From an optimization exercise on the open Yosys and OpenROAD flow, aimed at small area, a short achievable clock period and few clock cycles per item; shortcuts taken in it are not production practice.
No functional check of the RTL was part of any run shown here.

<file path="run.sh">
#!/bin/bash
# synth_recipe.tcl (not shown) runs the flow's synth.tcl, then flattens the netlist and writes it again
# the make line also repeats each setting of config.mk as NAME=value (left out here)
make -C /OpenROAD-flow-scripts/flow DESIGN_CONFIG=/design/flow/config.mk WORK_HOME=/design/flow/orfs CLKGATE_MAP_FILE= SYNTH_SCRIPT=/design/flow/synth_recipe.tcl finish
</file>
<file path="config.mk">
export PLATFORM = sky130hd
export DESIGN_NAME = kw_unwrap
export DESIGN_NICKNAME = kw_unwrap
export VERILOG_FILES = /design/flow/design.v
export SDC_FILE = /design/flow/constraint.sdc
export NUM_CORES = 8
export LEC_CHECK = 0
export CAP_MARGIN = 20
export CORE_MARGIN = 2
export CORE_UTILIZATION = 25
export SLEW_MARGIN = 20
export SYNTH_HIERARCHICAL = 1
</file>
<file path="design.v">
module aes_sbox (
    input  wire [7:0] a,
    output wire [7:0] y
);
    wire t0, t1, t2, t3, t4, t5, t6, t7, t8, t9, t10, t11, t12, t13, t14, t15, t16, t17, t18, t19, t20, t21, t22, t23, t24, t25, t26, t27, t28, T1, T2, T3, T4, T6, T8, T9, T10, T13, T14, T15, T16, T17, T19, T20, T22, T23, T24, T25, T26, T27, U7, M1, M2, M3, M4, M5, M6, M7, M8, M9, M10, M11, M12, M13, M14, M15, M16, M17, M18, M19, M20, M21, M22, M23, M24, M25, M26, M27, M28, M29, M30, M31, M32, M33, M34, M35, M36, M37, M38, M39, M40, M41, M42, M43, M44, M45, M46, M47, M48, M49, M50, M51, M52, M53, M54, M55, M56, M57, M58, M59, M60, M61, M62, M63, b0, b1, b2, b3, b4, b5, b6, b7, b8, b9, b10, b11, b12, b13, b14, b15, b16, b17, b18, b19, b20, b21, b22, b23, b24, b25, b26, b27, b28, b29, b30, b31, b32, b33;
    sx2 g0 (.a(a[1]), .b(a[3]), .y(t0));
    sx2 g1 (.a(a[5]), .b(a[6]), .y(t1));
    sx2 g2 (.a(a[2]), .b(a[7]), .y(t2));
    sx2 g3 (.a(a[0]), .b(t1), .y(t3));
    sx2 g4 (.a(a[4]), .b(t0), .y(t4));
    sx2 g5 (.a(a[2]), .b(t0), .y(t5));
    sx2 g6 (.a(a[5]), .b(t2), .y(t6));
    sx2 g7 (.a(a[7]), .b(t4), .y(t7));
    sx2 g8 (.a(a[1]), .b(t2), .y(t8));
    sx2 g9 (.a(a[6]), .b(t5), .y(t9));
    sx2 g10 (.a(a[2]), .b(a[4]), .y(t10));
    sx2 g11 (.a(a[1]), .b(a[7]), .y(t11));
    sx2 g12 (.a(a[4]), .b(a[7]), .y(t12));
    sx2 g13 (.a(a[2]), .b(t1), .y(t13));
    sx2 g14 (.a(a[6]), .b(t2), .y(t14));
    sx2 g15 (.a(a[4]), .b(t6), .y(t15));
    sx2 g16 (.a(t3), .b(t8), .y(t16));
    sx2 g17 (.a(a[4]), .b(t8), .y(t17));
    sx2 g18 (.a(a[1]), .b(t3), .y(t18));
    sx2 g19 (.a(t4), .b(t13), .y(t19));
    sx2 g20 (.a(a[3]), .b(t6), .y(t20));
    sx2 g21 (.a(t0), .b(t6), .y(t21));
    sx2 g22 (.a(t4), .b(t14), .y(t22));
    sx2 g23 (.a(a[7]), .b(t3), .y(t23));
    sx2 g24 (.a(a[5]), .b(t5), .y(t24));
    sx2 g25 (.a(a[4]), .b(t3), .y(t25));
    sx2 g26 (.a(a[0]), .b(t9), .y(t26));
    sx2 g27 (.a(a[0]), .b(t7), .y(t27));
    sx2 g28 (.a(t1), .b(t7), .y(t28));
    assign T1 = t12;
    assign T2 = t2;
    assign T3 = t11;
    assign T4 = t10;
    assign T6 = t7;
    assign T8 = t27;
    assign T9 = t3;
    assign T10 = t28;
    assign T13 = t17;
    assign T14 = t22;
    assign T15 = t9;
    assign T16 = t24;
    assign T17 = t26;
    assign T19 = t25;
    assign T20 = t23;
    assign T22 = t18;
    assign T23 = t16;
    assign T24 = t19;
    assign T25 = t21;
    assign T26 = t20;
    assign T27 = t15;
    assign U7 = a[0];
    sa2 g29 (.a(T13), .b(T6), .y(M1));
    sa2 g30 (.a(T23), .b(T8), .y(M2));
    sx2 g31 (.a(T14), .b(M1), .y(M3));
    sa2 g32 (.a(T19), .b(U7), .y(M4));
    sx2 g33 (.a(M4), .b(M1), .y(M5));
    sa2 g34 (.a(T3), .b(T16), .y(M6));
    sa2 g35 (.a(T22), .b(T9), .y(M7));
    sx2 g36 (.a(T26), .b(M6), .y(M8));
    sa2 g37 (.a(T20), .b(T17), .y(M9));
    sx2 g38 (.a(M9), .b(M6), .y(M10));
    sa2 g39 (.a(T1), .b(T15), .y(M11));
    sa2 g40 (.a(T4), .b(T27), .y(M12));
    sx2 g41 (.a(M12), .b(M11), .y(M13));
    sa2 g42 (.a(T2), .b(T10), .y(M14));
    sx2 g43 (.a(M14), .b(M11), .y(M15));
    sx2 g44 (.a(M3), .b(M2), .y(M16));
    sx2 g45 (.a(M5), .b(T24), .y(M17));
    sx2 g46 (.a(M8), .b(M7), .y(M18));
    sx2 g47 (.a(M10), .b(M15), .y(M19));
    sx2 g48 (.a(M16), .b(M13), .y(M20));
    sx2 g49 (.a(M17), .b(M15), .y(M21));
    sx2 g50 (.a(M18), .b(M13), .y(M22));
    sx2 g51 (.a(M19), .b(T25), .y(M23));
    sx2 g52 (.a(M22), .b(M23), .y(M24));
    sa2 g53 (.a(M22), .b(M20), .y(M25));
    sx2 g54 (.a(M21), .b(M25), .y(M26));
    sx2 g55 (.a(M20), .b(M21), .y(M27));
    sx2 g56 (.a(M23), .b(M25), .y(M28));
    sa2 g57 (.a(M28), .b(M27), .y(M29));
    sa2 g58 (.a(M26), .b(M24), .y(M30));
    sa2 g59 (.a(M20), .b(M23), .y(M31));
    sa2 g60 (.a(M27), .b(M31), .y(M32));
    sx2 g61 (.a(M27), .b(M25), .y(M33));
    sa2 g62 (.a(M21), .b(M22), .y(M34));
    sa2 g63 (.a(M24), .b(M34), .y(M35));
    sx2 g64 (.a(M24), .b(M25), .y(M36));
    sx2 g65 (.a(M21), .b(M29), .y(M37));
    sx2 g66 (.a(M32), .b(M33), .y(M38));
    sx2 g67 (.a(M23), .b(M30), .y(M39));
    sx2 g68 (.a(M35), .b(M36), .y(M40));
    sx2 g69 (.a(M38), .b(M40), .y(M41));
    sx2 g70 (.a(M37), .b(M39), .y(M42));
    sx2 g71 (.a(M37), .b(M38), .y(M43));
    sx2 g72 (.a(M39), .b(M40), .y(M44));
    sx2 g73 (.a(M42), .b(M41), .y(M45));
    sa2 g74 (.a(M44), .b(T6), .y(M46));
    sa2 g75 (.a(M40), .b(T8), .y(M47));
    sa2 g76 (.a(M39), .b(U7), .y(M48));
    sa2 g77 (.a(M43), .b(T16), .y(M49));
    sa2 g78 (.a(M38), .b(T9), .y(M50));
    sa2 g79 (.a(M37), .b(T17), .y(M51));
    sa2 g80 (.a(M42), .b(T15), .y(M52));
    sa2 g81 (.a(M45), .b(T27), .y(M53));
    sa2 g82 (.a(M41), .b(T10), .y(M54));
    sa2 g83 (.a(M44), .b(T13), .y(M55));
    sa2 g84 (.a(M40), .b(T23), .y(M56));
    sa2 g85 (.a(M39), .b(T19), .y(M57));
    sa2 g86 (.a(M43), .b(T3), .y(M58));
    sa2 g87 (.a(M38), .b(T22), .y(M59));
    sa2 g88 (.a(M37), .b(T20), .y(M60));
    sa2 g89 (.a(M42), .b(T1), .y(M61));
    sa2 g90 (.a(M45), .b(T4), .y(M62));
    sa2 g91 (.a(M41), .b(T2), .y(M63));
    sx2 g92 (.a(M61), .b(M62), .y(b0));
    sx2 g93 (.a(M56), .b(b0), .y(b1));
    sx2 g94 (.a(M50), .b(b1), .y(b2));
    sx2 g95 (.a(M46), .b(M49), .y(b3));
    sx2 g96 (.a(M47), .b(M55), .y(b4));
    sx2 g97 (.a(M48), .b(M58), .y(b5));
    sx2 g98 (.a(M54), .b(M60), .y(b6));
    sx2 g99 (.a(M51), .b(M59), .y(b7));
    sx2 g100 (.a(M46), .b(M52), .y(b8));
    sx2 g101 (.a(b3), .b(b5), .y(b9));
    sx2 g102 (.a(b0), .b(b7), .y(b10));
    sx2 g103 (.a(b2), .b(b4), .y(b11));
    sx2 g104 (.a(M53), .b(b2), .y(b12));
    sx2 g105 (.a(M53), .b(M54), .y(b13));
    sx2 g106 (.a(M49), .b(M55), .y(b14));
    sx2 g107 (.a(M48), .b(M51), .y(b15));
    sx2 g108 (.a(M61), .b(M63), .y(b16));
    sx2 g109 (.a(M50), .b(M58), .y(b17));
    sx2 g110 (.a(b4), .b(b8), .y(b18));
    sx2 g111 (.a(b13), .b(b17), .y(b19));
    sx2 g112 (.a(b5), .b(b8), .y(b20));
    sx2 g113 (.a(M52), .b(b14), .y(b21));
    sx2 g114 (.a(b6), .b(b16), .y(b22));
    sx2 g115 (.a(M57), .b(b6), .y(b23));
    sx2 g116 (.a(b10), .b(b19), .y(b24));
    sx2 g117 (.a(b1), .b(b18), .y(b25));
    sx2 g118 (.a(b9), .b(b23), .y(b26));
    sx2 g119 (.a(b9), .b(b10), .y(b27));
    sx2 g120 (.a(b20), .b(b22), .y(b28));
    sx2 g121 (.a(M53), .b(b25), .y(b29));
    sx2 g122 (.a(b3), .b(b11), .y(b30));
    sx2 g123 (.a(b11), .b(b15), .y(b31));
    sx2 g124 (.a(b12), .b(b21), .y(b32));
    sx2 g125 (.a(b12), .b(b26), .y(b33));
    assign y[7] = b32;
    assign y[6] = ~b29;
    assign y[5] = ~b28;
    assign y[4] = b30;
    assign y[3] = b31;
    assign y[2] = b33;
    assign y[1] = ~b24;
    assign y[0] = ~b27;
endmodule
module sx2 (input wire a, input wire b, output wire y);
    assign y = a ^ b;
endmodule
module sa2 (input wire a, input wire b, output wire y);
    assign y = a & b;
endmodule
module aes_inv_sbox (
    input  wire [7:0] a,
    output wire [7:0] y
);
    wire t0, t1, t2, t3, t4, t5, t6, t7, t8, t9, t10, t11, t12, t13, t14, t15, t16, t17, t18, t19, t20, t21, t22, t23, t24, t25, t26, t27, t28, t29, T1, T2, T3, T4, T6, T8, T9, T10, T13, T14, T15, T16, T17, T19, T20, T22, T23, T24, T25, T26, T27, U7, M1, M2, M3, M4, M5, M6, M7, M8, M9, M10, M11, M12, M13, M14, M15, M16, M17, M18, M19, M20, M21, M22, M23, M24, M25, M26, M27, M28, M29, M30, M31, M32, M33, M34, M35, M36, M37, M38, M39, M40, M41, M42, M43, M44, M45, M46, M47, M48, M49, M50, M51, M52, M53, M54, M55, M56, M57, M58, M59, M60, M61, M62, M63, b0, b1, b2, b3, b4, b5, b6, b7, b8, b9, b10, b11, b12, b13, b14, b15, b16, b17, b18, b19, b20, b21, b22, b23, b24, b25, b26, b27, b28, b29, b30, b31, b32, b33, b34, b35;
    sx2 g0 (.a(a[4]), .b(a[6]), .y(t0));
    sx2 g1 (.a(a[0]), .b(a[1]), .y(t1));
    sx2 g2 (.a(a[3]), .b(a[4]), .y(t2));
    sx2 g3 (.a(a[6]), .b(a[7]), .y(t3));
    sx2 g4 (.a(a[7]), .b(t0), .y(t4));
    sx2 g5 (.a(a[5]), .b(t0), .y(t5));
    sx2 g6 (.a(a[0]), .b(a[3]), .y(t6));
    sx2 g7 (.a(a[3]), .b(a[6]), .y(t7));
    sx2 g8 (.a(a[2]), .b(t1), .y(t8));
    sx2 g9 (.a(a[1]), .b(a[2]), .y(t9));
    sx2 g10 (.a(a[4]), .b(a[7]), .y(t10));
    sx2 g11 (.a(a[2]), .b(a[7]), .y(t11));
    sx2 g12 (.a(a[1]), .b(a[5]), .y(t12));
    sx2 g13 (.a(t1), .b(t7), .y(t13));
    sx2 g14 (.a(t0), .b(t1), .y(t14));
    sx2 g15 (.a(a[5]), .b(t11), .y(t15));
    sx2 g16 (.a(a[5]), .b(t2), .y(t16));
    sx2 g17 (.a(t2), .b(t9), .y(t17));
    sx2 g18 (.a(t3), .b(t6), .y(t18));
    sx2 g19 (.a(a[3]), .b(t3), .y(t19));
    sx2 g20 (.a(a[0]), .b(t2), .y(t20));
    sx2 g21 (.a(t1), .b(t3), .y(t21));
    sx2 g22 (.a(t7), .b(t12), .y(t22));
    sx2 g23 (.a(t1), .b(t2), .y(t23));
    sx2 g24 (.a(a[3]), .b(t4), .y(t24));
    sx2 g25 (.a(a[0]), .b(t5), .y(t25));
    sx2 g26 (.a(t8), .b(t19), .y(t26));
    sx2 g27 (.a(t1), .b(t5), .y(t27));
    sx2 g28 (.a(t4), .b(t8), .y(t28));
    sx2 g29 (.a(a[2]), .b(t5), .y(t29));
    assign T1 = t2;
    assign T2 = ~t3;
    assign T3 = t23;
    assign T4 = ~t24;
    assign T6 = t29;
    assign T8 = ~t4;
    assign T9 = ~t20;
    assign T10 = t18;
    assign T13 = ~t21;
    assign T14 = ~t26;
    assign T15 = ~t28;
    assign T16 = ~t22;
    assign T17 = t27;
    assign T19 = ~t14;
    assign T20 = ~t13;
    assign T22 = ~t0;
    assign T23 = t10;
    assign T24 = ~t6;
    assign T25 = ~t16;
    assign T26 = ~t25;
    assign T27 = ~t17;
    assign U7 = ~t15;
    sa2 g30 (.a(T13), .b(T6), .y(M1));
    sa2 g31 (.a(T23), .b(T8), .y(M2));
    sx2 g32 (.a(T14), .b(M1), .y(M3));
    sa2 g33 (.a(T19), .b(U7), .y(M4));
    sx2 g34 (.a(M4), .b(M1), .y(M5));
    sa2 g35 (.a(T3), .b(T16), .y(M6));
    sa2 g36 (.a(T22), .b(T9), .y(M7));
    sx2 g37 (.a(T26), .b(M6), .y(M8));
    sa2 g38 (.a(T20), .b(T17), .y(M9));
    sx2 g39 (.a(M9), .b(M6), .y(M10));
    sa2 g40 (.a(T1), .b(T15), .y(M11));
    sa2 g41 (.a(T4), .b(T27), .y(M12));
    sx2 g42 (.a(M12), .b(M11), .y(M13));
    sa2 g43 (.a(T2), .b(T10), .y(M14));
    sx2 g44 (.a(M14), .b(M11), .y(M15));
    sx2 g45 (.a(M3), .b(M2), .y(M16));
    sx2 g46 (.a(M5), .b(T24), .y(M17));
    sx2 g47 (.a(M8), .b(M7), .y(M18));
    sx2 g48 (.a(M10), .b(M15), .y(M19));
    sx2 g49 (.a(M16), .b(M13), .y(M20));
    sx2 g50 (.a(M17), .b(M15), .y(M21));
    sx2 g51 (.a(M18), .b(M13), .y(M22));
    sx2 g52 (.a(M19), .b(T25), .y(M23));
    sx2 g53 (.a(M22), .b(M23), .y(M24));
    sa2 g54 (.a(M22), .b(M20), .y(M25));
    sx2 g55 (.a(M21), .b(M25), .y(M26));
    sx2 g56 (.a(M20), .b(M21), .y(M27));
    sx2 g57 (.a(M23), .b(M25), .y(M28));
    sa2 g58 (.a(M28), .b(M27), .y(M29));
    sa2 g59 (.a(M26), .b(M24), .y(M30));
    sa2 g60 (.a(M20), .b(M23), .y(M31));
    sa2 g61 (.a(M27), .b(M31), .y(M32));
    sx2 g62 (.a(M27), .b(M25), .y(M33));
    sa2 g63 (.a(M21), .b(M22), .y(M34));
    sa2 g64 (.a(M24), .b(M34), .y(M35));
    sx2 g65 (.a(M24), .b(M25), .y(M36));
    sx2 g66 (.a(M21), .b(M29), .y(M37));
    sx2 g67 (.a(M32), .b(M33), .y(M38));
    sx2 g68 (.a(M23), .b(M30), .y(M39));
    sx2 g69 (.a(M35), .b(M36), .y(M40));
    sx2 g70 (.a(M38), .b(M40), .y(M41));
    sx2 g71 (.a(M37), .b(M39), .y(M42));
    sx2 g72 (.a(M37), .b(M38), .y(M43));
    sx2 g73 (.a(M39), .b(M40), .y(M44));
    sx2 g74 (.a(M42), .b(M41), .y(M45));
    sa2 g75 (.a(M44), .b(T6), .y(M46));
    sa2 g76 (.a(M40), .b(T8), .y(M47));
    sa2 g77 (.a(M39), .b(U7), .y(M48));
    sa2 g78 (.a(M43), .b(T16), .y(M49));
    sa2 g79 (.a(M38), .b(T9), .y(M50));
    sa2 g80 (.a(M37), .b(T17), .y(M51));
    sa2 g81 (.a(M42), .b(T15), .y(M52));
    sa2 g82 (.a(M45), .b(T27), .y(M53));
    sa2 g83 (.a(M41), .b(T10), .y(M54));
    sa2 g84 (.a(M44), .b(T13), .y(M55));
    sa2 g85 (.a(M40), .b(T23), .y(M56));
    sa2 g86 (.a(M39), .b(T19), .y(M57));
    sa2 g87 (.a(M43), .b(T3), .y(M58));
    sa2 g88 (.a(M38), .b(T22), .y(M59));
    sa2 g89 (.a(M37), .b(T20), .y(M60));
    sa2 g90 (.a(M42), .b(T1), .y(M61));
    sa2 g91 (.a(M45), .b(T4), .y(M62));
    sa2 g92 (.a(M41), .b(T2), .y(M63));
    sx2 g93 (.a(M52), .b(M61), .y(b0));
    sx2 g94 (.a(M59), .b(b0), .y(b1));
    sx2 g95 (.a(M58), .b(M62), .y(b2));
    sx2 g96 (.a(M54), .b(b2), .y(b3));
    sx2 g97 (.a(M50), .b(b1), .y(b4));
    sx2 g98 (.a(M48), .b(M56), .y(b5));
    sx2 g99 (.a(M55), .b(M63), .y(b6));
    sx2 g100 (.a(M49), .b(M60), .y(b7));
    sx2 g101 (.a(M46), .b(M51), .y(b8));
    sx2 g102 (.a(b5), .b(b7), .y(b9));
    sx2 g103 (.a(M47), .b(b3), .y(b10));
    sx2 g104 (.a(b1), .b(b3), .y(b11));
    sx2 g105 (.a(M53), .b(b4), .y(b12));
    sx2 g106 (.a(M50), .b(M57), .y(b13));
    sx2 g107 (.a(M57), .b(M63), .y(b14));
    sx2 g108 (.a(M47), .b(M54), .y(b15));
    sx2 g109 (.a(M57), .b(M61), .y(b16));
    sx2 g110 (.a(M49), .b(M51), .y(b17));
    sx2 g111 (.a(M46), .b(M48), .y(b18));
    sx2 g112 (.a(M49), .b(b2), .y(b19));
    sx2 g113 (.a(b0), .b(b13), .y(b20));
    sx2 g114 (.a(b6), .b(b15), .y(b21));
    sx2 g115 (.a(b5), .b(b14), .y(b22));
    sx2 g116 (.a(M58), .b(b8), .y(b23));
    sx2 g117 (.a(b6), .b(b16), .y(b24));
    sx2 g118 (.a(b9), .b(b21), .y(b25));
    sx2 g119 (.a(b9), .b(b20), .y(b26));
    sx2 g120 (.a(b22), .b(b23), .y(b27));
    sx2 g121 (.a(b4), .b(b8), .y(b28));
    sx2 g122 (.a(b11), .b(b18), .y(b29));
    sx2 g123 (.a(b4), .b(b25), .y(b30));
    sx2 g124 (.a(b10), .b(b26), .y(b31));
    sx2 g125 (.a(b11), .b(b17), .y(b32));
    sx2 g126 (.a(b12), .b(b19), .y(b33));
    sx2 g127 (.a(b10), .b(b28), .y(b34));
    sx2 g128 (.a(b12), .b(b27), .y(b35));
    assign y[7] = b32;
    assign y[6] = b30;
    assign y[5] = b31;
    assign y[4] = b29;
    assign y[3] = b35;
    assign y[2] = b34;
    assign y[1] = b33;
    assign y[0] = b24;
endmodule
module aes_inv_mixcol (
    input  wire [31:0] c,
    output wire [31:0] y
);
    wire m0, m1, m2, m3, m4, m5, m6, m7, m8, m9, m10, m11, m12, m13, m14, m15, m16, m17, m18, m19, m20, m21, m22, m23, m24, m25, m26, m27, m28, m29, m30, m31, m32, m33, m34, m35, m36, m37, m38, m39, m40, m41, m42, m43, m44, m45, m46, m47, m48, m49, m50, m51, m52, m53, m54, m55, m56, m57, m58, m59, m60, m61, m62, m63, m64, m65, m66, m67, m68, m69, m70, m71, m72, m73, m74, m75, m76, m77, m78, m79, m80, m81, m82, m83, m84, m85, m86, m87, m88, m89, m90, m91, m92, m93, m94, m95, m96, m97, m98, m99, m100, m101, m102, m103, m104, m105, m106, m107, m108, m109, m110, m111, m112, m113, m114, m115, m116, m117, m118, m119, m120, m121, m122, m123, m124, m125, m126, m127, m128, m129, m130, m131, m132, m133, m134, m135, m136, m137, m138, m139, m140, m141, m142, m143, m144, m145, m146, m147, m148, m149, m150, m151, m152, m153, m154, m155, m156, m157, m158, m159, m160, m161, m162, m163, m164, m165, m166, m167, m168, m169, m170, m171, m172, m173, m174, m175, m176, m177, m178, m179;
    sx2 x0 (.a(c[5]), .b(c[21]), .y(m0));
    sx2 x1 (.a(c[13]), .b(c[29]), .y(m1));
    sx2 x2 (.a(c[14]), .b(c[30]), .y(m2));
    sx2 x3 (.a(c[6]), .b(c[22]), .y(m3));
    sx2 x4 (.a(m0), .b(m1), .y(m4));
    sx2 x5 (.a(c[3]), .b(c[31]), .y(m5));
    sx2 x6 (.a(c[15]), .b(c[19]), .y(m6));
    sx2 x7 (.a(c[7]), .b(c[23]), .y(m7));
    sx2 x8 (.a(c[18]), .b(m2), .y(m8));
    sx2 x9 (.a(c[26]), .b(m3), .y(m9));
    sx2 x10 (.a(c[16]), .b(m4), .y(m10));
    sx2 x11 (.a(c[1]), .b(c[17]), .y(m11));
    sx2 x12 (.a(c[9]), .b(c[25]), .y(m12));
    sx2 x13 (.a(c[11]), .b(c[27]), .y(m13));
    sx2 x14 (.a(c[12]), .b(c[28]), .y(m14));
    sx2 x15 (.a(c[4]), .b(c[20]), .y(m15));
    sx2 x16 (.a(c[8]), .b(c[24]), .y(m16));
    sx2 x17 (.a(c[2]), .b(c[10]), .y(m17));
    sx2 x18 (.a(m7), .b(m13), .y(m18));
    sx2 x19 (.a(m5), .b(m6), .y(m19));
    sx2 x20 (.a(m8), .b(m9), .y(m20));
    sx2 x21 (.a(c[0]), .b(c[31]), .y(m21));
    sx2 x22 (.a(c[0]), .b(m16), .y(m22));
    sx2 x23 (.a(m4), .b(m12), .y(m23));
    sx2 x24 (.a(m14), .b(m15), .y(m24));
    sx2 x25 (.a(c[7]), .b(m11), .y(m25));
    sx2 x26 (.a(m18), .b(m19), .y(m26));
    sx2 x27 (.a(m17), .b(m20), .y(m27));
    sx2 x28 (.a(m10), .b(m22), .y(m28));
    sx2 x29 (.a(c[15]), .b(c[23]), .y(m29));
    sx2 x30 (.a(c[7]), .b(c[15]), .y(m30));
    sx2 x31 (.a(c[23]), .b(c[27]), .y(m31));
    sx2 x32 (.a(m2), .b(m21), .y(m32));
    sx2 x33 (.a(c[31]), .b(m24), .y(m33));
    sx2 x34 (.a(c[15]), .b(c[16]), .y(m34));
    sx2 x35 (.a(m5), .b(m31), .y(m35));
    sx2 x36 (.a(c[2]), .b(m11), .y(m36));
    sx2 x37 (.a(m2), .b(m30), .y(m37));
    sx2 x38 (.a(m1), .b(m7), .y(m38));
    sx2 x39 (.a(m3), .b(m29), .y(m39));
    sx2 x40 (.a(c[25]), .b(m3), .y(m40));
    sx2 x41 (.a(m7), .b(m16), .y(m41));
    sx2 x42 (.a(m2), .b(m15), .y(m42));
    sx2 x43 (.a(c[10]), .b(m5), .y(m43));
    sx2 x44 (.a(c[17]), .b(m17), .y(m44));
    sx2 x45 (.a(c[11]), .b(m6), .y(m45));
    sx2 x46 (.a(m3), .b(m14), .y(m46));
    sx2 x47 (.a(m8), .b(m14), .y(m47));
    sx2 x48 (.a(m1), .b(m19), .y(m48));
    sx2 x49 (.a(m9), .b(m15), .y(m49));
    sx2 x50 (.a(m25), .b(m43), .y(m50));
    sx2 x51 (.a(m0), .b(m18), .y(m51));
    sx2 x52 (.a(m23), .b(m47), .y(m52));
    sx2 x53 (.a(m23), .b(m49), .y(m53));
    sx2 x54 (.a(c[1]), .b(c[9]), .y(m54));
    sx2 x55 (.a(c[12]), .b(c[20]), .y(m55));
    sx2 x56 (.a(c[4]), .b(c[21]), .y(m56));
    sx2 x57 (.a(c[11]), .b(c[28]), .y(m57));
    sx2 x58 (.a(c[20]), .b(c[28]), .y(m58));
    sx2 x59 (.a(c[5]), .b(c[29]), .y(m59));
    sx2 x60 (.a(c[6]), .b(c[30]), .y(m60));
    sx2 x61 (.a(c[10]), .b(c[12]), .y(m61));
    sx2 x62 (.a(c[9]), .b(c[24]), .y(m62));
    sx2 x63 (.a(c[14]), .b(c[21]), .y(m63));
    sx2 x64 (.a(c[12]), .b(c[29]), .y(m64));
    sx2 x65 (.a(c[7]), .b(c[31]), .y(m65));
    sx2 x66 (.a(c[17]), .b(c[24]), .y(m66));
    sx2 x67 (.a(c[6]), .b(c[13]), .y(m67));
    sx2 x68 (.a(c[10]), .b(c[25]), .y(m68));
    sx2 x69 (.a(c[13]), .b(c[30]), .y(m69));
    sx2 x70 (.a(c[14]), .b(c[22]), .y(m70));
    sx2 x71 (.a(c[1]), .b(c[8]), .y(m71));
    sx2 x72 (.a(c[22]), .b(c[30]), .y(m72));
    sx2 x73 (.a(c[0]), .b(c[24]), .y(m73));
    sx2 x74 (.a(c[3]), .b(c[7]), .y(m74));
    sx2 x75 (.a(c[2]), .b(c[4]), .y(m75));
    sx2 x76 (.a(c[6]), .b(c[14]), .y(m76));
    sx2 x77 (.a(c[8]), .b(c[23]), .y(m77));
    sx2 x78 (.a(m0), .b(m70), .y(m78));
    sx2 x79 (.a(c[8]), .b(m21), .y(m79));
    sx2 x80 (.a(m2), .b(m17), .y(m80));
    sx2 x81 (.a(m11), .b(m61), .y(m81));
    sx2 x82 (.a(c[28]), .b(m56), .y(m82));
    sx2 x83 (.a(c[1]), .b(m21), .y(m83));
    sx2 x84 (.a(m6), .b(m13), .y(m84));
    sx2 x85 (.a(c[2]), .b(m54), .y(m85));
    sx2 x86 (.a(c[26]), .b(m74), .y(m86));
    sx2 x87 (.a(m3), .b(m13), .y(m87));
    sx2 x88 (.a(c[13]), .b(m58), .y(m88));
    sx2 x89 (.a(m0), .b(m29), .y(m89));
    sx2 x90 (.a(c[29]), .b(m63), .y(m90));
    sx2 x91 (.a(c[4]), .b(m64), .y(m91));
    sx2 x92 (.a(m3), .b(m65), .y(m92));
    sx2 x93 (.a(c[5]), .b(m55), .y(m93));
    sx2 x94 (.a(c[19]), .b(m12), .y(m94));
    sx2 x95 (.a(c[21]), .b(m67), .y(m95));
    sx2 x96 (.a(m11), .b(m62), .y(m96));
    sx2 x97 (.a(c[5]), .b(m69), .y(m97));
    sx2 x98 (.a(c[9]), .b(m34), .y(m98));
    sx2 x99 (.a(m6), .b(m31), .y(m99));
    sx2 x100 (.a(c[23]), .b(m66), .y(m100));
    sx2 x101 (.a(c[22]), .b(m59), .y(m101));
    sx2 x102 (.a(m34), .b(m68), .y(m102));
    sx2 x103 (.a(m12), .b(m71), .y(m103));
    sx2 x104 (.a(c[15]), .b(m72), .y(m104));
    sx2 x105 (.a(m9), .b(m98), .y(m105));
    sx2 x106 (.a(c[18]), .b(m87), .y(m106));
    sx2 x107 (.a(c[20]), .b(m35), .y(m107));
    sx2 x108 (.a(m32), .b(m44), .y(m108));
    sx2 x109 (.a(m46), .b(m97), .y(m109));
    sx2 x110 (.a(m39), .b(m96), .y(m110));
    sx2 x111 (.a(m81), .b(m99), .y(m111));
    sx2 x112 (.a(m40), .b(m44), .y(m112));
    sx2 x113 (.a(m37), .b(m103), .y(m113));
    sx2 x114 (.a(m30), .b(m78), .y(m114));
    sx2 x115 (.a(m45), .b(m75), .y(m115));
    sx2 x116 (.a(m35), .b(m94), .y(m116));
    sx2 x117 (.a(m25), .b(m40), .y(m117));
    sx2 x118 (.a(m32), .b(m100), .y(m118));
    sx2 x119 (.a(m12), .b(m86), .y(m119));
    sx2 x120 (.a(m83), .b(m102), .y(m120));
    sx2 x121 (.a(m9), .b(m84), .y(m121));
    sx2 x122 (.a(m24), .b(m38), .y(m122));
    sx2 x123 (.a(m8), .b(m41), .y(m123));
    sx2 x124 (.a(m41), .b(m85), .y(m124));
    sx2 x125 (.a(m4), .b(m39), .y(m125));
    sx2 x126 (.a(m38), .b(m76), .y(m126));
    sx2 x127 (.a(m42), .b(m101), .y(m127));
    sx2 x128 (.a(c[23]), .b(m36), .y(m128));
    sx2 x129 (.a(m42), .b(m95), .y(m129));
    sx2 x130 (.a(m37), .b(m73), .y(m130));
    sx2 x131 (.a(m16), .b(m92), .y(m131));
    sx2 x132 (.a(m60), .b(m89), .y(m132));
    sx2 x133 (.a(m46), .b(m90), .y(m133));
    sx2 x134 (.a(m32), .b(m77), .y(m134));
    sx2 x135 (.a(m4), .b(m79), .y(m135));
    sx2 x136 (.a(m8), .b(m45), .y(m136));
    sx2 x137 (.a(m80), .b(m116), .y(m137));
    sx2 x138 (.a(m112), .b(m123), .y(m138));
    sx2 x139 (.a(m33), .b(m114), .y(m139));
    sx2 x140 (.a(m10), .b(m130), .y(m140));
    sx2 x141 (.a(m48), .b(m93), .y(m141));
    sx2 x142 (.a(m36), .b(m107), .y(m142));
    sx2 x143 (.a(m10), .b(m134), .y(m143));
    sx2 x144 (.a(m20), .b(m124), .y(m144));
    sx2 x145 (.a(m51), .b(m88), .y(m145));
    sx2 x146 (.a(m26), .b(m127), .y(m146));
    sx2 x147 (.a(m26), .b(m129), .y(m147));
    sx2 x148 (.a(m50), .b(m57), .y(m148));
    sx2 x149 (.a(m10), .b(m113), .y(m149));
    sx2 x150 (.a(m26), .b(m133), .y(m150));
    sx2 x151 (.a(m104), .b(m122), .y(m151));
    sx2 x152 (.a(m33), .b(m132), .y(m152));
    sx2 x153 (.a(m22), .b(m125), .y(m153));
    sx2 x154 (.a(m119), .b(m136), .y(m154));
    sx2 x155 (.a(m33), .b(m126), .y(m155));
    sx2 x156 (.a(m26), .b(m109), .y(m156));
    sx2 x157 (.a(m20), .b(m120), .y(m157));
    sx2 x158 (.a(m105), .b(m108), .y(m158));
    sx2 x159 (.a(m117), .b(m135), .y(m159));
    sx2 x160 (.a(m25), .b(m115), .y(m160));
    sx2 x161 (.a(m50), .b(m106), .y(m161));
    sx2 x162 (.a(m10), .b(m110), .y(m162));
    sx2 x163 (.a(m48), .b(m82), .y(m163));
    sx2 x164 (.a(m23), .b(m118), .y(m164));
    sx2 x165 (.a(m121), .b(m128), .y(m165));
    sx2 x166 (.a(m10), .b(m131), .y(m166));
    sx2 x167 (.a(m51), .b(m91), .y(m167));
    sx2 x168 (.a(m52), .b(m142), .y(m168));
    sx2 x169 (.a(m28), .b(m161), .y(m169));
    sx2 x170 (.a(m53), .b(m148), .y(m170));
    sx2 x171 (.a(m53), .b(m111), .y(m171));
    sx2 x172 (.a(m28), .b(m154), .y(m172));
    sx2 x173 (.a(m28), .b(m137), .y(m173));
    sx2 x174 (.a(m52), .b(m160), .y(m174));
    sx2 x175 (.a(m27), .b(m163), .y(m175));
    sx2 x176 (.a(m27), .b(m167), .y(m176));
    sx2 x177 (.a(m27), .b(m145), .y(m177));
    sx2 x178 (.a(m28), .b(m165), .y(m178));
    sx2 x179 (.a(m27), .b(m141), .y(m179));
    assign y[0] = m166;
    assign y[1] = m164;
    assign y[2] = m157;
    assign y[3] = m178;
    assign y[4] = m168;
    assign y[5] = m175;
    assign y[6] = m146;
    assign y[7] = m152;
    assign y[8] = m140;
    assign y[9] = m159;
    assign y[10] = m144;
    assign y[11] = m173;
    assign y[12] = m170;
    assign y[13] = m176;
    assign y[14] = m156;
    assign y[15] = m155;
    assign y[16] = m153;
    assign y[17] = m149;
    assign y[18] = m158;
    assign y[19] = m169;
    assign y[20] = m174;
    assign y[21] = m179;
    assign y[22] = m147;
    assign y[23] = m139;
    assign y[24] = m143;
    assign y[25] = m162;
    assign y[26] = m138;
    assign y[27] = m172;
    assign y[28] = m171;
    assign y[29] = m177;
    assign y[30] = m150;
    assign y[31] = m151;
endmodule
module kw_unwrap (
    input  wire         clk,
    input  wire         rst,       
    input  wire         start,     
    input  wire [127:0] kek,       
    input  wire [191:0] wrapped,   
    output wire         busy,
    output wire         done,      
    output wire         ok,        
    output wire [127:0] key        
);
    localparam [63:0] KW_IV = 64'hA6A6A6A6A6A6A6A6;
    reg         busy_r;
    reg         done_r;
    reg         kexp;     
    reg         first;    
    reg [3:0]   rnd;      
    reg [3:0]   t;        
    reg [127:0] st;       
    reg [63:0]  ro;       
    reg [127:0] rk;       
    reg [127:0] kl;       
    wire accept = start && !busy_r;
    wire last   = !kexp && (rnd == 4'd0);
    assign busy = busy_r;
    assign done = done_r;
    assign ok   = (st[127:64] == KW_IV);
    assign key  = {st[63:0], ro};
    function [7:0] rcon1;
        input [3:0] r;
        case (r)
            4'd0:    rcon1 = 8'h01;
            4'd1:    rcon1 = 8'h02;
            4'd2:    rcon1 = 8'h04;
            4'd3:    rcon1 = 8'h08;
            4'd4:    rcon1 = 8'h10;
            4'd5:    rcon1 = 8'h20;
            4'd6:    rcon1 = 8'h40;
            4'd7:    rcon1 = 8'h80;
            4'd8:    rcon1 = 8'h1b;
            4'd9:    rcon1 = 8'h36;
            default: rcon1 = 8'h00;
        endcase
    endfunction
    wire [31:0]  w0 = rk[127:96];
    wire [31:0]  w1 = rk[95:64];
    wire [31:0]  w2 = rk[63:32];
    wire [31:0]  w3 = rk[31:0];
    wire [31:0]  v3 = w3 ^ w2;
    wire [31:0]  v2 = w2 ^ w1;
    wire [31:0]  v1 = w1 ^ w0;
    wire [31:0]  sw_in  = kexp ? w3 : v3;
    wire [31:0]  rot    = {sw_in[23:0], sw_in[31:24]};
    wire [31:0]  sw_out;
    genvar gb, gc, gr;
    generate
        for (gb = 0; gb < 4; gb = gb + 1) begin : g_sbox
            aes_sbox u_sbox (.a(rot[8*gb +: 8]), .y(sw_out[8*gb +: 8]));
        end
    endgenerate
    wire [31:0]  temp = sw_out ^ {rcon1(rnd), 24'h000000};
    wire [31:0]  n0 = w0 ^ temp;
    wire [31:0]  n1 = v1 ^ temp;
    wire [31:0]  n2 = (v2 ^ w0) ^ temp;
    wire [31:0]  n3 = (v3 ^ v1) ^ temp;
    wire [127:0] key_next = {n0, n1, n2, n3};
    wire [127:0] key_prev = {n0, v1, v2, v3};
    wire [127:0] blk = {st[127:64] ^ {60'd0, t}, ro} ^ rk;
    wire [127:0] imc;
    generate
        for (gc = 0; gc < 4; gc = gc + 1) begin : g_imc
            aes_inv_mixcol u_imc (.c(st[32*gc +: 32]), .y(imc[32*gc +: 32]));
        end
    endgenerate
    wire [127:0] x = first ? blk : imc;
    wire [127:0] isr;
    generate
        for (gc = 0; gc < 4; gc = gc + 1) begin : g_col
            for (gr = 0; gr < 4; gr = gr + 1) begin : g_row
                assign isr[127 - 8*(gr + 4*((gc + gr) % 4)) -: 8] =
                       x[127 - 8*(gr + 4*gc) -: 8];
            end
        end
    endgenerate
    wire [127:0] isb;
    generate
        for (gb = 0; gb < 16; gb = gb + 1) begin : g_isbox
            aes_inv_sbox u_isbox (.a(isr[8*gb +: 8]), .y(isb[8*gb +: 8]));
        end
    endgenerate
    wire [127:0] ark = isb ^ key_prev;
    always @(posedge clk) begin
        if (rst) begin
            busy_r <= 1'b0;
            done_r <= 1'b0;
            kexp   <= 1'b0;
            first  <= 1'b0;
        end else begin
            done_r <= 1'b0;
            if (accept) begin
                busy_r <= 1'b1;
                kexp   <= 1'b1;
                first  <= 1'b0;
                rnd    <= 4'd0;
                t      <= 4'd12;
            end else if (busy_r) begin
                if (kexp) begin
                    if (rnd == 4'd9) begin
                        kexp  <= 1'b0;
                        first <= 1'b1;
                    end else begin
                        rnd <= rnd + 4'd1;
                    end
                end else begin
                    first <= (rnd == 4'd0);
                    if (rnd == 4'd0) begin
                        rnd <= 4'd9;
                        t   <= t - 4'd1;
                        if (t == 4'd1) begin
                            busy_r <= 1'b0;
                            done_r <= 1'b1;
                        end
                    end else begin
                        rnd <= rnd - 4'd1;
                    end
                end
            end
        end
    end
    always @(posedge clk) begin
        if (accept)
            rk <= kek;
        else if (kexp)
            rk <= key_next;
        else if (last)
            rk <= kl;
        else
            rk <= key_prev;
    end
    always @(posedge clk) begin
        if (kexp)
            kl <= key_next;
    end
    always @(posedge clk) begin
        if (accept) begin
            st <= wrapped[191:64];
            ro <= wrapped[63:0];
        end else if (busy_r && !kexp) begin
            st <= ark;
            if (first) ro <= st[63:0];
        end
    end
endmodule
</file>
<file path="constraint.sdc">
create_clock -name core_clock -period 8.0 [get_ports {clk}]
set_input_delay 1.6000 -clock core_clock [delete_from_list [all_inputs] [get_ports {clk}]]
set_output_delay 1.6000 -clock core_clock [all_outputs]
set_load 0.01 [all_outputs]
</file>
==> flow_summary.toml, run 1 <==
[critical_path]
rrSetupSlack_ps = 340
worstSetupPathType = "register to register"
max_stage_delay_ps = 540
cpLargestDelayFamily = "XOR/XNOR gates"
required_ps = 8380
worstPathBufferInverterCount = 3
crit_path_top_delay_cell = "sky130_fd_sc_hd__edfxtp_1"
crit-reg2reg-launch = "st[118]"
setup.worst_path.end_class = "register"
timing.critical_path.fanout_max = 6
timing.critical_path.from_type = "register"
critical_path.reg2reg.endpoint = "st[3]"
worst_path_most_repeated_cell = "sky130_fd_sc_hd__xor2_1"
worst-r2r-cell-count = 28
arrival_ps = 8030

[placed_design]
routabilityCongestion = 0.970
placement.io_buffers = 453
dpl_cell_area_sq_um = 64400
detailedPlace.worstSlack_ps = 11.2
detailedPlacementHpwl_um = 195000

[floorplan]
design.portCount = 454
placeableCoreArea_sq_um = 220000
initial_core_util = 0.252
fp.dieW_um = 475
chipHeight_um = 475
placementRows = 172
die_area_sq_um = 226000

[synthesis]
ys_seq_area_frac = 0.228
area_share_of_the_leading_cell_type_in_the_synthesized_netlist = 0.441
post_synth_edffs = 328
synth_top_area_cell = "sky130_fd_sc_hd__xor2_1"
avgSynthCellArea_sq_um = 8.55
ys_async_sr_fraction = 0
postSynth.topFlopCell = "sky130_fd_sc_hd__edfxtp_1"
synth_area_leaders = "sky130_fd_sc_hd__xor2_1 44%, sky130_fd_sc_hd__edfxtp_1 18%, sky130_fd_sc_hd__and2_1 7.7%"
synth_cells = 6485
ys_seq_elements = 468
syn-cell-area_sq_um = 55400
synthesis.yosys.warnings = 7
synth.distinct_cells = 49
postSynthNetCount = 6813

[layout]
areaGrowthSynthToFinish_pct = 22.0
final_design_area_no_fill_sq_um = 67700
final_core_utilization = 0.307
nets = 7378
share_of_cells_above_drive_strength_1 = 0.105

[sta]
grt_setup_unrepaired = "true"
worst_slew_margin_rel = 0.240
timing.final.hold_violations = 0
maximum_operating_frequency_mhz = 131
worst_clock_skew_ps = 37.3
post-route-min-period_ps = 7660
tightest_slew_ps = 1140
report.final.setup_viol = 0
hold_ws_ps = 529
timing.final.crit_share = 0.957
maxSlewViolCount = 0
fin_ws_ps = 343

[clock_tree]
cts-htree-levels = 2
clock_tree_from_tritoncts = "built"
post_cts_hold_buffer_count = 0
clkSlewWorstSetupHoldPaths_ps = 60
clock-sinks = 468
clk_latency_ps = 710
clock_path_buffers = 3
cts-buffers-inserted = 61
clockRootBuffer = "sky130_fd_sc_hd__clkbuf_16"

[routing]
post_drt_wl_per_cell_um = 23.1
via_per_inst = 4.45
wirelength_um = 233000
firstDrtPassIters = 5
num_vias = 44767
dr.first_iter.drc_count = 3816
drtAntennaViolNets = 0
drt_drc_violations_left = 0

[job]
drv_cap = 0

[global_routing]
grt_pass1_vias = 44478
first_pass_grt_wire_length_um = 323000
grt_start_max_net_pins = 145
global_route.overflow_total = 0
antenna_found_initial = 15
groute.usage.overall = 0.198

[hold_path]
endpoint_with_the_worst_hold_slack = "rk[122]"
hold_path.startpoint = "kl[122]"
timing.hold.worst.class = "register to register"
hold-path-cell-count = 2

[outcome]
run_status = "finished clean"
-- through the flow --
step / TNS (ps) / instances
2_1_floorplan: 0 / 6485
3_3_place_gp: 0 / 9900
3_5_place_dp: 0 / 9900
4_1_cts: 0 / 10016
5_1_grt: -254 / 10061
6_report: 0 / 10063
-- state kept, by name (all words and copies together) (netlist names) --
| name | flops |
|---|---|
| kl | 128 |
| done_r | 1 |
| rnd | 4 |
| busy_r | 1 |
| ro | 64 |
| rcon1$func$/design/flow/design.v:612$5470.$result | 8 |
| t | 4 |
| st | 128 |
| kexp | 1 |
| rk | 128 |
| first | 1 |
-- final cells by class --
cell class	instances	area [sq um]
Fill cell	23089	152000
Multi-Input combinational cell	5237	39300
Sequential cell	468	12700
Timing Repair Buffer	993	8710
Tap cell	2958	3700
Clock buffer	80	1710
Inverter	289	1080
Clock inverter	36	485
Antenna cell	2	5.00
-- metal layers --
metal	wire, um	vias to the layer above	global-route usage
met4	13900	22	0.101
li1	-	21083	-
met2	104000	1654	0.316
met5	126	-	0
met1	100000	21665	0.261
met3	14200	343	0.0252
-- per-module statistics from Yosys (local to each module, per instance) --
module          cell area (sq um)  copies in the design
kw_unwrap                   25300                     1
aes_inv_mixcol                240                     4
aes_inv_sbox                  120                    16
aes_sbox                     45.0                     4
sx2                          8.76                  2608
sa2                          6.26                   680
-- how the worst max path moves through the flow --
stage	start	to	slack (ps)	cells after the start
detailed placement	st[125]	st[45]	10	27
global route	st[53]	st[19]	-40	30
global placement	st[83]	st[49]	10	28
CTS	kexp	rk[7]	20	26
floorplan	kexp	st[123]	70	30
finish	st[118]	st[3]	340	28
-- worst min-delay path: cells and delay by family, from the launching register on --
kind            cells  cell delay, ps
flops               1             320
compound gates      2             170
-- layout by cell type (no fill, tap or decap), types with 241 or more instances in the layout --
master,instances
sky130_fd_sc_hd__xor2_1,2721
sky130_fd_sc_hd__and2_1,679
sky130_fd_sc_hd__buf_4,530
sky130_fd_sc_hd__nor2_1,460
sky130_fd_sc_hd__clkdlybuf4s50_1,453
sky130_fd_sc_hd__a21oi_1,432
sky130_fd_sc_hd__xnor2_1,340
sky130_fd_sc_hd__edfxtp_1,328
sky130_fd_sc_hd__inv_1,289
sky130_fd_sc_hd__nand2_1,241
-- synth_stat cells, types with 2 or more instances --
cell and n:
sky130_fd_sc_hd__nor4b_1 3, sky130_fd_sc_hd__xnor2_1 342, sky130_fd_sc_hd__mux2_2 4, sky130_fd_sc_hd__nand3_1 5
sky130_fd_sc_hd__and2_1 680, sky130_fd_sc_hd__nor3_1 12, sky130_fd_sc_hd__buf_2 20, sky130_fd_sc_hd__inv_1 289
sky130_fd_sc_hd__nor4bb_1 6, sky130_fd_sc_hd__nor4_1 4, sky130_fd_sc_hd__buf_1 7, sky130_fd_sc_hd__ha_1 5
sky130_fd_sc_hd__mux2i_1 25, sky130_fd_sc_hd__nor2b_1 2, sky130_fd_sc_hd__xor2_1 2793, sky130_fd_sc_hd__a211oi_1 89
sky130_fd_sc_hd__o21ai_0 46, sky130_fd_sc_hd__nand2b_1 35, sky130_fd_sc_hd__edfxtp_1 328, sky130_fd_sc_hd__and4b_1 2
sky130_fd_sc_hd__a22o_1 3, sky130_fd_sc_hd__buf_4 339, sky130_fd_sc_hd__nand4b_1 3, sky130_fd_sc_hd__and3_1 3
sky130_fd_sc_hd__o21ai_1 2, sky130_fd_sc_hd__o21a_1 3, sky130_fd_sc_hd__nor2_1 461, sky130_fd_sc_hd__dfxtp_1 140
sky130_fd_sc_hd__nand4_1 3, sky130_fd_sc_hd__clkbuf_1 124, sky130_fd_sc_hd__a21oi_1 448, sky130_fd_sc_hd__nand2_1 242
-- cell families (layout without fill, tap and decap cells) --
| logic type | Yosys count | after routing | share of synthesized area |
|---|---|---|---|
| compound gates | 601 | 601 | 0.0593 |
| xor+xnor | 3135 | 3135 | 0.495 |
| fa+ha+maj | 5 | 5 | 0.00113 |
| buf+inv | 780 | 1398 | 0.0763 |
| flops | 468 | 468 | 0.228 |
| mux | 30 | 30 | 0.00560 |
| other cells | 0 | 2 | 0 |
| simple gates | 1466 | 1466 | 0.134 |
-- repair_timing --
item                                    CTS  global route
endpoints found under the hold margin     0             0
setup buffers                             0            45
resized for setup                         6            88
pin swaps                                 0            14
cloned                                    0             0
endpoints found under the setup margin    5           125
==> run 2: changes to the inputs <==
--- a/design.v
+++ b/design.v
@@ -574,2 +574,3 @@
     wire accept = start && !busy_r;
+    genvar gb, gc, gr;
     wire last   = !kexp && (rnd == 4'd0);
@@ -599,9 +600,7 @@
     wire [31:0]  w3 = rk[31:0];
-    wire [31:0]  v3 = w3 ^ w2;
+    wire [31:0]  v3 = w3 ^ w2;    
     wire [31:0]  v2 = w2 ^ w1;
     wire [31:0]  v1 = w1 ^ w0;
-    wire [31:0]  sw_in  = kexp ? w3 : v3;
-    wire [31:0]  rot    = {sw_in[23:0], sw_in[31:24]};
+    wire [31:0]  rot = {v3[23:0], v3[31:24]};
     wire [31:0]  sw_out;
-    genvar gb, gc, gr;
     generate
@@ -615,4 +614,5 @@
     wire [31:0]  n2 = (v2 ^ w0) ^ temp;
-    wire [31:0]  n3 = (v3 ^ v1) ^ temp;
-    wire [127:0] key_next = {n0, n1, n2, n3};
+    wire [31:0]  n3 = (v3 ^ v2) ^ (w0 ^ temp);
+    wire [127:0] key_next = {n0, n1, n2, n3};         
+    wire [127:0] key_next_y = {n0, n1, n2, v3};       
     wire [127:0] key_prev = {n0, v1, v2, v3};
@@ -682,5 +682,5 @@
         if (accept)
-            rk <= kek;
+            rk <= {kek[127:32], kek[63:32] ^ kek[31:0]};
         else if (kexp)
-            rk <= key_next;
+            rk <= (rnd == 4'd9) ? key_next : key_next_y;
         else if (last)
==> run 2 against run 1 <==
- die area is 1.2% higher
- via count is 0.15% lower
- register-to-register slack better by 40 ps
- maximum frequency is 0.57% higher
- synthesized cell count is 0.51% higher
- area after synthesis is 1.2% higher
- still clean on timing, DRC and antenna
- sequential share of layout area is 0.14 points lower
- critical path depth is 1 lower
- worst hold slack worse by 7.4 ps
- cell area is 0.75% higher
- largest cell class unchanged
==> flow_summary.toml, run 2 <==
[outcome]
run_status = "finished clean"

[synthesis]
postSynthNetCount = 6846
ys_seq_elements = 468
synth_area_leaders = "sky130_fd_sc_hd__xor2_1 43%, sky130_fd_sc_hd__edfxtp_1 18%, sky130_fd_sc_hd__and2_1 7.6%"
cell_with_the_most_instances_after_synthesis = "sky130_fd_sc_hd__xor2_1"
avgSynthCellArea_sq_um = 8.61
ys_async_sr_fraction = 0
post_synth_edffs = 328
synth_top_area_cell = "sky130_fd_sc_hd__xor2_1"
syn-cell-area_sq_um = 56100
ys_seq_area_frac = 0.226
area_share_of_the_leading_cell_type_in_the_synthesized_netlist = 0.435
synth.distinct_cells = 51
synth_cells = 6518
postSynth.topFlopCell = "sky130_fd_sc_hd__edfxtp_1"
synthesis.yosys.warnings = 7
synth.top_cells.by_count = "2,784 x sky130_fd_sc_hd__xor2_1, 681 x sky130_fd_sc_hd__and2_1, 437 x sky130_fd_sc_hd__a21oi_1"

[clock_tree]
clock-sinks = 468
cts-buffers-inserted = 57
clock_path_buffers = 3
cts-htree-levels = 2
clock_tree_from_tritoncts = "built"
clkSlewWorstSetupHoldPaths_ps = 80
clk_latency_ps = 730
clockRootBuffer = "sky130_fd_sc_hd__clkbuf_16"

[hold_path]
timing.hold.worst.class = "register to register"

[routing]
wirelength_um = 242000
dr.first_iter.drc_count = 3226
drtAntennaViolNets = 0
post_drt_wl_per_cell_um = 24.0
num_vias = 44700
via_per_inst = 4.43
drt_drc_violations_left = 0
firstDrtPassIters = 5

[critical_path]
setup.worst_path.end_class = "register"
crit-reg2reg-launch = "st[83]"
worstSetupPathType = "register to register"
rrSetupSlack_ps = 390
critical_path.reg2reg.endpoint = "st[51]"
required_ps = 8460
crit_path_end = "st[51]"
worst-r2r-cell-count = 27
timing.critical_path.fanout_max = 4
worst_setup_path_startpoint = "st[83]"
arrival_ps = 8080
timing.critical_path.from_type = "register"

[layout]
final_cells = 10089
fillerInstances = 23479
largest_registers = "kl x128, rk x128, st x128"
nets = 7389
share_of_cells_above_drive_strength_1 = 0.113
layout.cells.most_common = "sky130_fd_sc_hd__xor2_1"
areaGrowthSynthToFinish_pct = 21.5
final_cell_mix = "2,679 x sky130_fd_sc_hd__xor2_1, 679 x sky130_fd_sc_hd__and2_1, 521 x sky130_fd_sc_hd__buf_4, 453 x sky130_fd_sc_hd__clkdlybuf4s50_1, 434 x sky130_fd_sc_hd__nor2_1"

[placed_design]
placement.io_buffers = 453
routabilityCongestion = 0.989
place_inst = 9932
detailedPlacementHpwl_um = 203000

[global_routing]
antenna_found_initial = 40
groute.usage.overall = 0.203
global_route.overflow_total = 0
grt_start_max_net_pins = 143
first_pass_grt_wire_length_um = 336000
grt_pass1_vias = 45429

[sta]
timing.final.crit_share = 0.952
timing.final.hold_violations = 0
post-route-min-period_ps = 7610
worst_clock_skew_ps = 46.8
setup_total_negative_slack_ps = 0
report.final.setup_viol = 0
grt_setup_unrepaired = "true"
worst_slew_margin_rel = 0.238
tightest_slew_ps = 1140
maximum_operating_frequency_mhz = 131
maxSlewViolCount = 0

[floorplan]
die_area_sq_um = 228000
fp.dieW_um = 478
placementRows = 173
initial_core_util = 0.252
chipHeight_um = 478
design.portCount = 454
placeableCoreArea_sq_um = 223000

[job]
drv_cap = 0
[run 2: how the worst min path moves through the flow]
stage | from | endpoint | slack [ps] | cells past startpoint
2_1_floorplan | kl[126] | rk[126] | 490 | 2
3_3_place_gp | kl[121] | rk[121] | 510 | 2
3_5_place_dp | kl[124] | rk[124] | 510 | 2
5_1_grt | kl[123] | rk[123] | 540 | 2
6_report | kl[124] | rk[124] | 520 | 2
4_1_cts | kl[123] | rk[123] | 520 | 2
[run 2: kinds of logic after synthesis]
logic type | count (synthesis) | synth area share
flops | 468 | 0.226
buf+inv | 782 | 0.0762
mux | 85 | 0.0153
fa+ha+maj | 5 | 0.00112
xor+xnor | 3167 | 0.498
compound gates | 580 | 0.0548
simple gates | 1431 | 0.130
[run 2: routing by layer]
layer  GRT usage  share of wire  vias to the layer above  wire (um)
met5           0        0.00050                        -        122
met4       0.125          0.073                       22      17700
met3      0.0256          0.049                      412      11900
met2       0.332           0.46                     1432     110000
met1       0.254           0.42                    21749     102000
li1            -              -                    21085          -
[run 2: Yosys stat by module, one instance, submodules excluded]
module	area (sq um)	cells	flops+latches
kw_unwrap	25900	2686	468
sa2	6.26	1	0
aes_sbox	45.0	8	0
sx2	8.76	1	0
aes_inv_sbox	120	24	0
aes_inv_mixcol	240	32	0
[run 2: cell type report]
cell class	instances	area, sq um	area share
clock inverter	36	423	0.00620
tap	2975	3720	0.0546
multi-input combinational	5268	40200	0.589
timing repair buffer	979	8550	0.125
sequential	468	12700	0.186
antenna	4	10.0	0.000147
clock buffer	72	1580	0.0231
inverter	287	1080	0.0158
[run 2: stage by stage]
step	instance area [sq um]	setup slack (ps)	hold slack, ps	utilization
floorplan	56100	754	489	-
global placement	64900	-321	508	0.291
detailed placement	64900	-273	509	0.291
CTS	67000	2.50	519	0.301
global route	68200	-40.4	545	0.306
finish	68200	386	521	0.306
[run 2: critical path: stages (launching register included)]
cell and delay [ps]:
sky130_fd_sc_hd__edfxtp_1 560, sky130_fd_sc_hd__xor2_4 380, sky130_fd_sc_hd__xor2_1 330, sky130_fd_sc_hd__xor2_1 260
sky130_fd_sc_hd__buf_4 190, sky130_fd_sc_hd__xor2_1 170, sky130_fd_sc_hd__nor2_1 100, sky130_fd_sc_hd__a21oi_4 260
sky130_fd_sc_hd__xor2_2 340, sky130_fd_sc_hd__xor2_2 290, sky130_fd_sc_hd__xor2_1 210, sky130_fd_sc_hd__and2_1 220
sky130_fd_sc_hd__xor2_1 180, sky130_fd_sc_hd__xor2_1 280, sky130_fd_sc_hd__xor2_1 330, sky130_fd_sc_hd__and2_1 320
sky130_fd_sc_hd__xor2_1 170, sky130_fd_sc_hd__and2_1 150, sky130_fd_sc_hd__xor2_1 230, sky130_fd_sc_hd__xor2_1 260
sky130_fd_sc_hd__and2_1 220, sky130_fd_sc_hd__xor2_1 290, sky130_fd_sc_hd__xor2_1 350, sky130_fd_sc_hd__xor2_2 260
sky130_fd_sc_hd__xor2_1 270, sky130_fd_sc_hd__xor2_1 250, sky130_fd_sc_hd__xor2_1 100, sky130_fd_sc_hd__a21oi_1 340
[run 2: repair_timing]
| action | 4_1_cts | 5_1_grt |
|---|---|---|
| resized for setup | 11 | 128 |
| hold buffers | 0 | 0 |
| setup endpoints to repair | 17 | 120 |
| gates cloned | 0 | 0 |
| pin swaps | 0 | 14 |
| buffers inserted | 3 | 42 |
==> run 3: changes to the inputs <==
--- a/config.mk
+++ b/config.mk
@@ -9,3 +9,3 @@
 export CORE_MARGIN = 2
-export CORE_UTILIZATION = 25
+export CORE_UTILIZATION = 50
 export SLEW_MARGIN = 20
==> run 3 against run 2 <==
- non-clock buffer count rose by 1
- die area fell by 50%
- flip-flop and latch count did not move
- count of clock-buffer cells in the layout rose by 15
- worst setup slack got worse by 140 ps
- critical path type unchanged
==> flow_summary.toml, run 3 <==
[clock_tree]
clock_tree_from_tritoncts = "built"
clk_latency_ps = 680
cts-htree-levels = 2
clock-sinks = 468
cts-buffers-inserted = 58
clkSlewWorstSetupHoldPaths_ps = 60
clock_path_buffers = 3
clockRootBuffer = "sky130_fd_sc_hd__clkbuf_16"
post_cts_hold_buffer_count = 0

[layout]
share_of_cells_above_drive_strength_1 = 0.108
layout.cells.most_common = "sky130_fd_sc_hd__xor2_1"
largest_registers = "kl x128, rk x128, st x128"
areaGrowthSynthToFinish_pct = 17.9
final_design_area_no_fill_sq_um = 66100
nets = 7391
final_core_utilization = 0.596
final_cell_mix = "2,700 x sky130_fd_sc_hd__xor2_1, 681 x sky130_fd_sc_hd__and2_1, 518 x sky130_fd_sc_hd__buf_4, 453 x sky130_fd_sc_hd__clkdlybuf4s50_1, 434 x sky130_fd_sc_hd__nor2_1"

[routing]
via_per_inst = 5.14
num_vias = 44176
firstDrtPassIters = 6
met1_length_um = 89100
topRoutingLayerUsed = "met5"
post_drt_wl_per_cell_um = 23.9
wirelength_um = 206000
dr.first_iter.drc_count = 3700
drt_drc_violations_left = 0
detailroute.wirelength.met2_um = 90400
drtAntennaViolNets = 0
wl_met3_um = 15200

[global_routing]
first_pass_grt_wire_length_um = 294000
grt_pass1_vias = 44041
global_route.overflow_total = 0
grt_start_max_net_pins = 136
antenna_found_initial = 9
groute.usage.overall = 0.345

[sta]
timing.final.crit_share = 0.969
grt_setup_unrepaired = "true"
hold_ws_ps = 528
worst_clock_skew_ps = 34.6
timing.final.hold_violations = 0
maximum_operating_frequency_mhz = 129
report.final.setup_viol = 0
tightest_slew_ps = 1060
post-route-min-period_ps = 7750
worst_slew_margin_rel = 0.293
maxSlewViolCount = 0

[floorplan]
design.portCount = 454
placementRows = 122
placeableCoreArea_sq_um = 111000
chipHeight_um = 339
fp.dieW_um = 339
die_area_sq_um = 115000
initial_core_util = 0.506

[synthesis]
area_share_of_the_leading_cell_type_in_the_synthesized_netlist = 0.435
ys_seq_area_frac = 0.226
synth_top_area_cell = "sky130_fd_sc_hd__xor2_1"
cell_with_the_most_instances_after_synthesis = "sky130_fd_sc_hd__xor2_1"
synth.distinct_cells = 51
post_synth_edffs = 328
synth_cells = 6518
avgSynthCellArea_sq_um = 8.61
postSynthNetCount = 6846
postSynth.topFlopCell = "sky130_fd_sc_hd__edfxtp_1"
synth.top_cells.by_count = "2,784 x sky130_fd_sc_hd__xor2_1, 681 x sky130_fd_sc_hd__and2_1, 437 x sky130_fd_sc_hd__a21oi_1"
syn-cell-area_sq_um = 56100
ys_seq_elements = 468
synth_area_leaders = "sky130_fd_sc_hd__xor2_1 43%, sky130_fd_sc_hd__edfxtp_1 18%, sky130_fd_sc_hd__and2_1 7.6%"
ys_async_sr_fraction = 0
synthesis.yosys.warnings = 7

[critical_path]
required_ps = 8370
cpLargestDelayFamily = "XOR/XNOR gates"
arrival_ps = 8120
timing.critical_path.from_type = "register"
worstSetupPathType = "register to register"
worstPathBufferInverterCount = 0
timing.critical_path.fanout_max = 4
crit_path_top_delay_cell = "sky130_fd_sc_hd__edfxtp_1"
setup.worst_path.end_class = "register"
max_stage_delay_ps = 610
worst_path_most_repeated_cell = "sky130_fd_sc_hd__xor2_1"

[placed_design]
dpl_cell_area_sq_um = 63200
detailedPlacementHpwl_um = 168000
routabilityCongestion = 1.06
placement.io_buffers = 453

[hold_path]
timing.hold.worst.class = "register to register"

[outcome]
run_status = "finished clean"

[job]
drv_cap = 0
[run 3: cell counts after synthesis]
No cell type changed its count.
[run 3: worst paths after layout]
check	end	depth (start not counted)	startpoint	slack, ps
min reg2reg	rk[127]	2	kl[127]	530
max reg2reg	st[4]	26	st[123]	250
max	st[4]	26	st[123]	250
min	rk[127]	2	kl[127]	530
[run 3: per-layer routing]
layer,track usage,up-vias
met2,0.540,1591
met4,0.158,4
met3,0.0574,330
met1,0.464,21145
met5,0,-
li1,-,21106
[run 3: tightest hold or removal path, cell delays in order, from the launching register on]
cell and delay [ps]:
sky130_fd_sc_hd__edfxtp_1 320, sky130_fd_sc_hd__a21oi_1 50, sky130_fd_sc_hd__o21ai_0 120
[run 3: logic make-up (layout without fill, tap and decap cells)]
| family | after synthesis | in the layout | share of synthesized area |
|---|---|---|---|
| AND/OR/NAND/NOR | 1431 | 1431 | 0.130 |
| adder cells (fa/ha/maj) | 5 | 5 | 0.00112 |
| flip-flops | 468 | 468 | 0.226 |
| buffers and inverters | 782 | 1375 | 0.0762 |
| AO/OA/AOI/OAI | 580 | 580 | 0.0548 |
| XOR/XNOR | 3167 | 3167 | 0.498 |
| multiplexers | 85 | 85 | 0.0153 |
| other | 0 | 3 | 0 |
[run 3: metrics by stage]
stage          TNS [ps]  setup slack, ps  cells
2_1_floorplan         0              754   6518
3_3_place_gp       -401             -144   8463
3_5_place_dp       -140             -140   8463
4_1_cts               0             7.13   8571
5_1_grt            -361             -104   8599
6_report              0              248   8602
[run 3: what timing repair did]
item	4_1_cts	5_1_grt
pin swaps	0	12
gates resized for setup	6	108
buffers inserted	0	28
endpoints found under the setup margin	4	94
[run 3: layout make-up]
type / count / area [sq um]
Sequential cell: 468 / 12700
Antenna cell: 3 / 7.51
Clock buffer: 87 / 1730
Clock inverter: 21 / 184
Tap cell: 1488 / 1860
Fill cell: 10261 / 44900
Inverter: 287 / 1080
Multi-Input combinational cell: 5268 / 40000
Timing Repair Buffer: 980 / 8600
[run 3: modules after synthesis, one instance, submodules excluded]
module,flip-flops and latches,times used,area (sq um)
aes_inv_sbox,0,16,120
sa2,0,680,6.26
aes_sbox,0,4,45.0
aes_inv_mixcol,0,4,240
kw_unwrap,468,1,25900
sx2,0,2608,8.76

[what the ideal ports hide]
No port has a modelled driver above. Below, the same layouts with a new extraction and two added sets of constraints.
Step 1, drivers: a clkbuf_16 drives clk and a buf_2 each remaining input, both assumed.
Step 2 times the ports against the registers' clock, not the clock port: input delays grow and output delays shrink by t, the midpoint of the rising clock arrivals with the driver on.
a / b / c = ideal / step 1 / step 2; a / b = the first two.
run	t, ns	slack for setup (ns)	slew at the worst register clock pin (ns)
run 1	0.764	0.343 / 0.343 / 0.343	0.07 / 0.07
run 2	0.766	0.386 / 0.386 / 0.386	0.08 / 0.08
run 3	0.733	0.248 / 0.248 / 0.248	0.07 / 0.07
After both steps setup and hold are still met in every run listed.
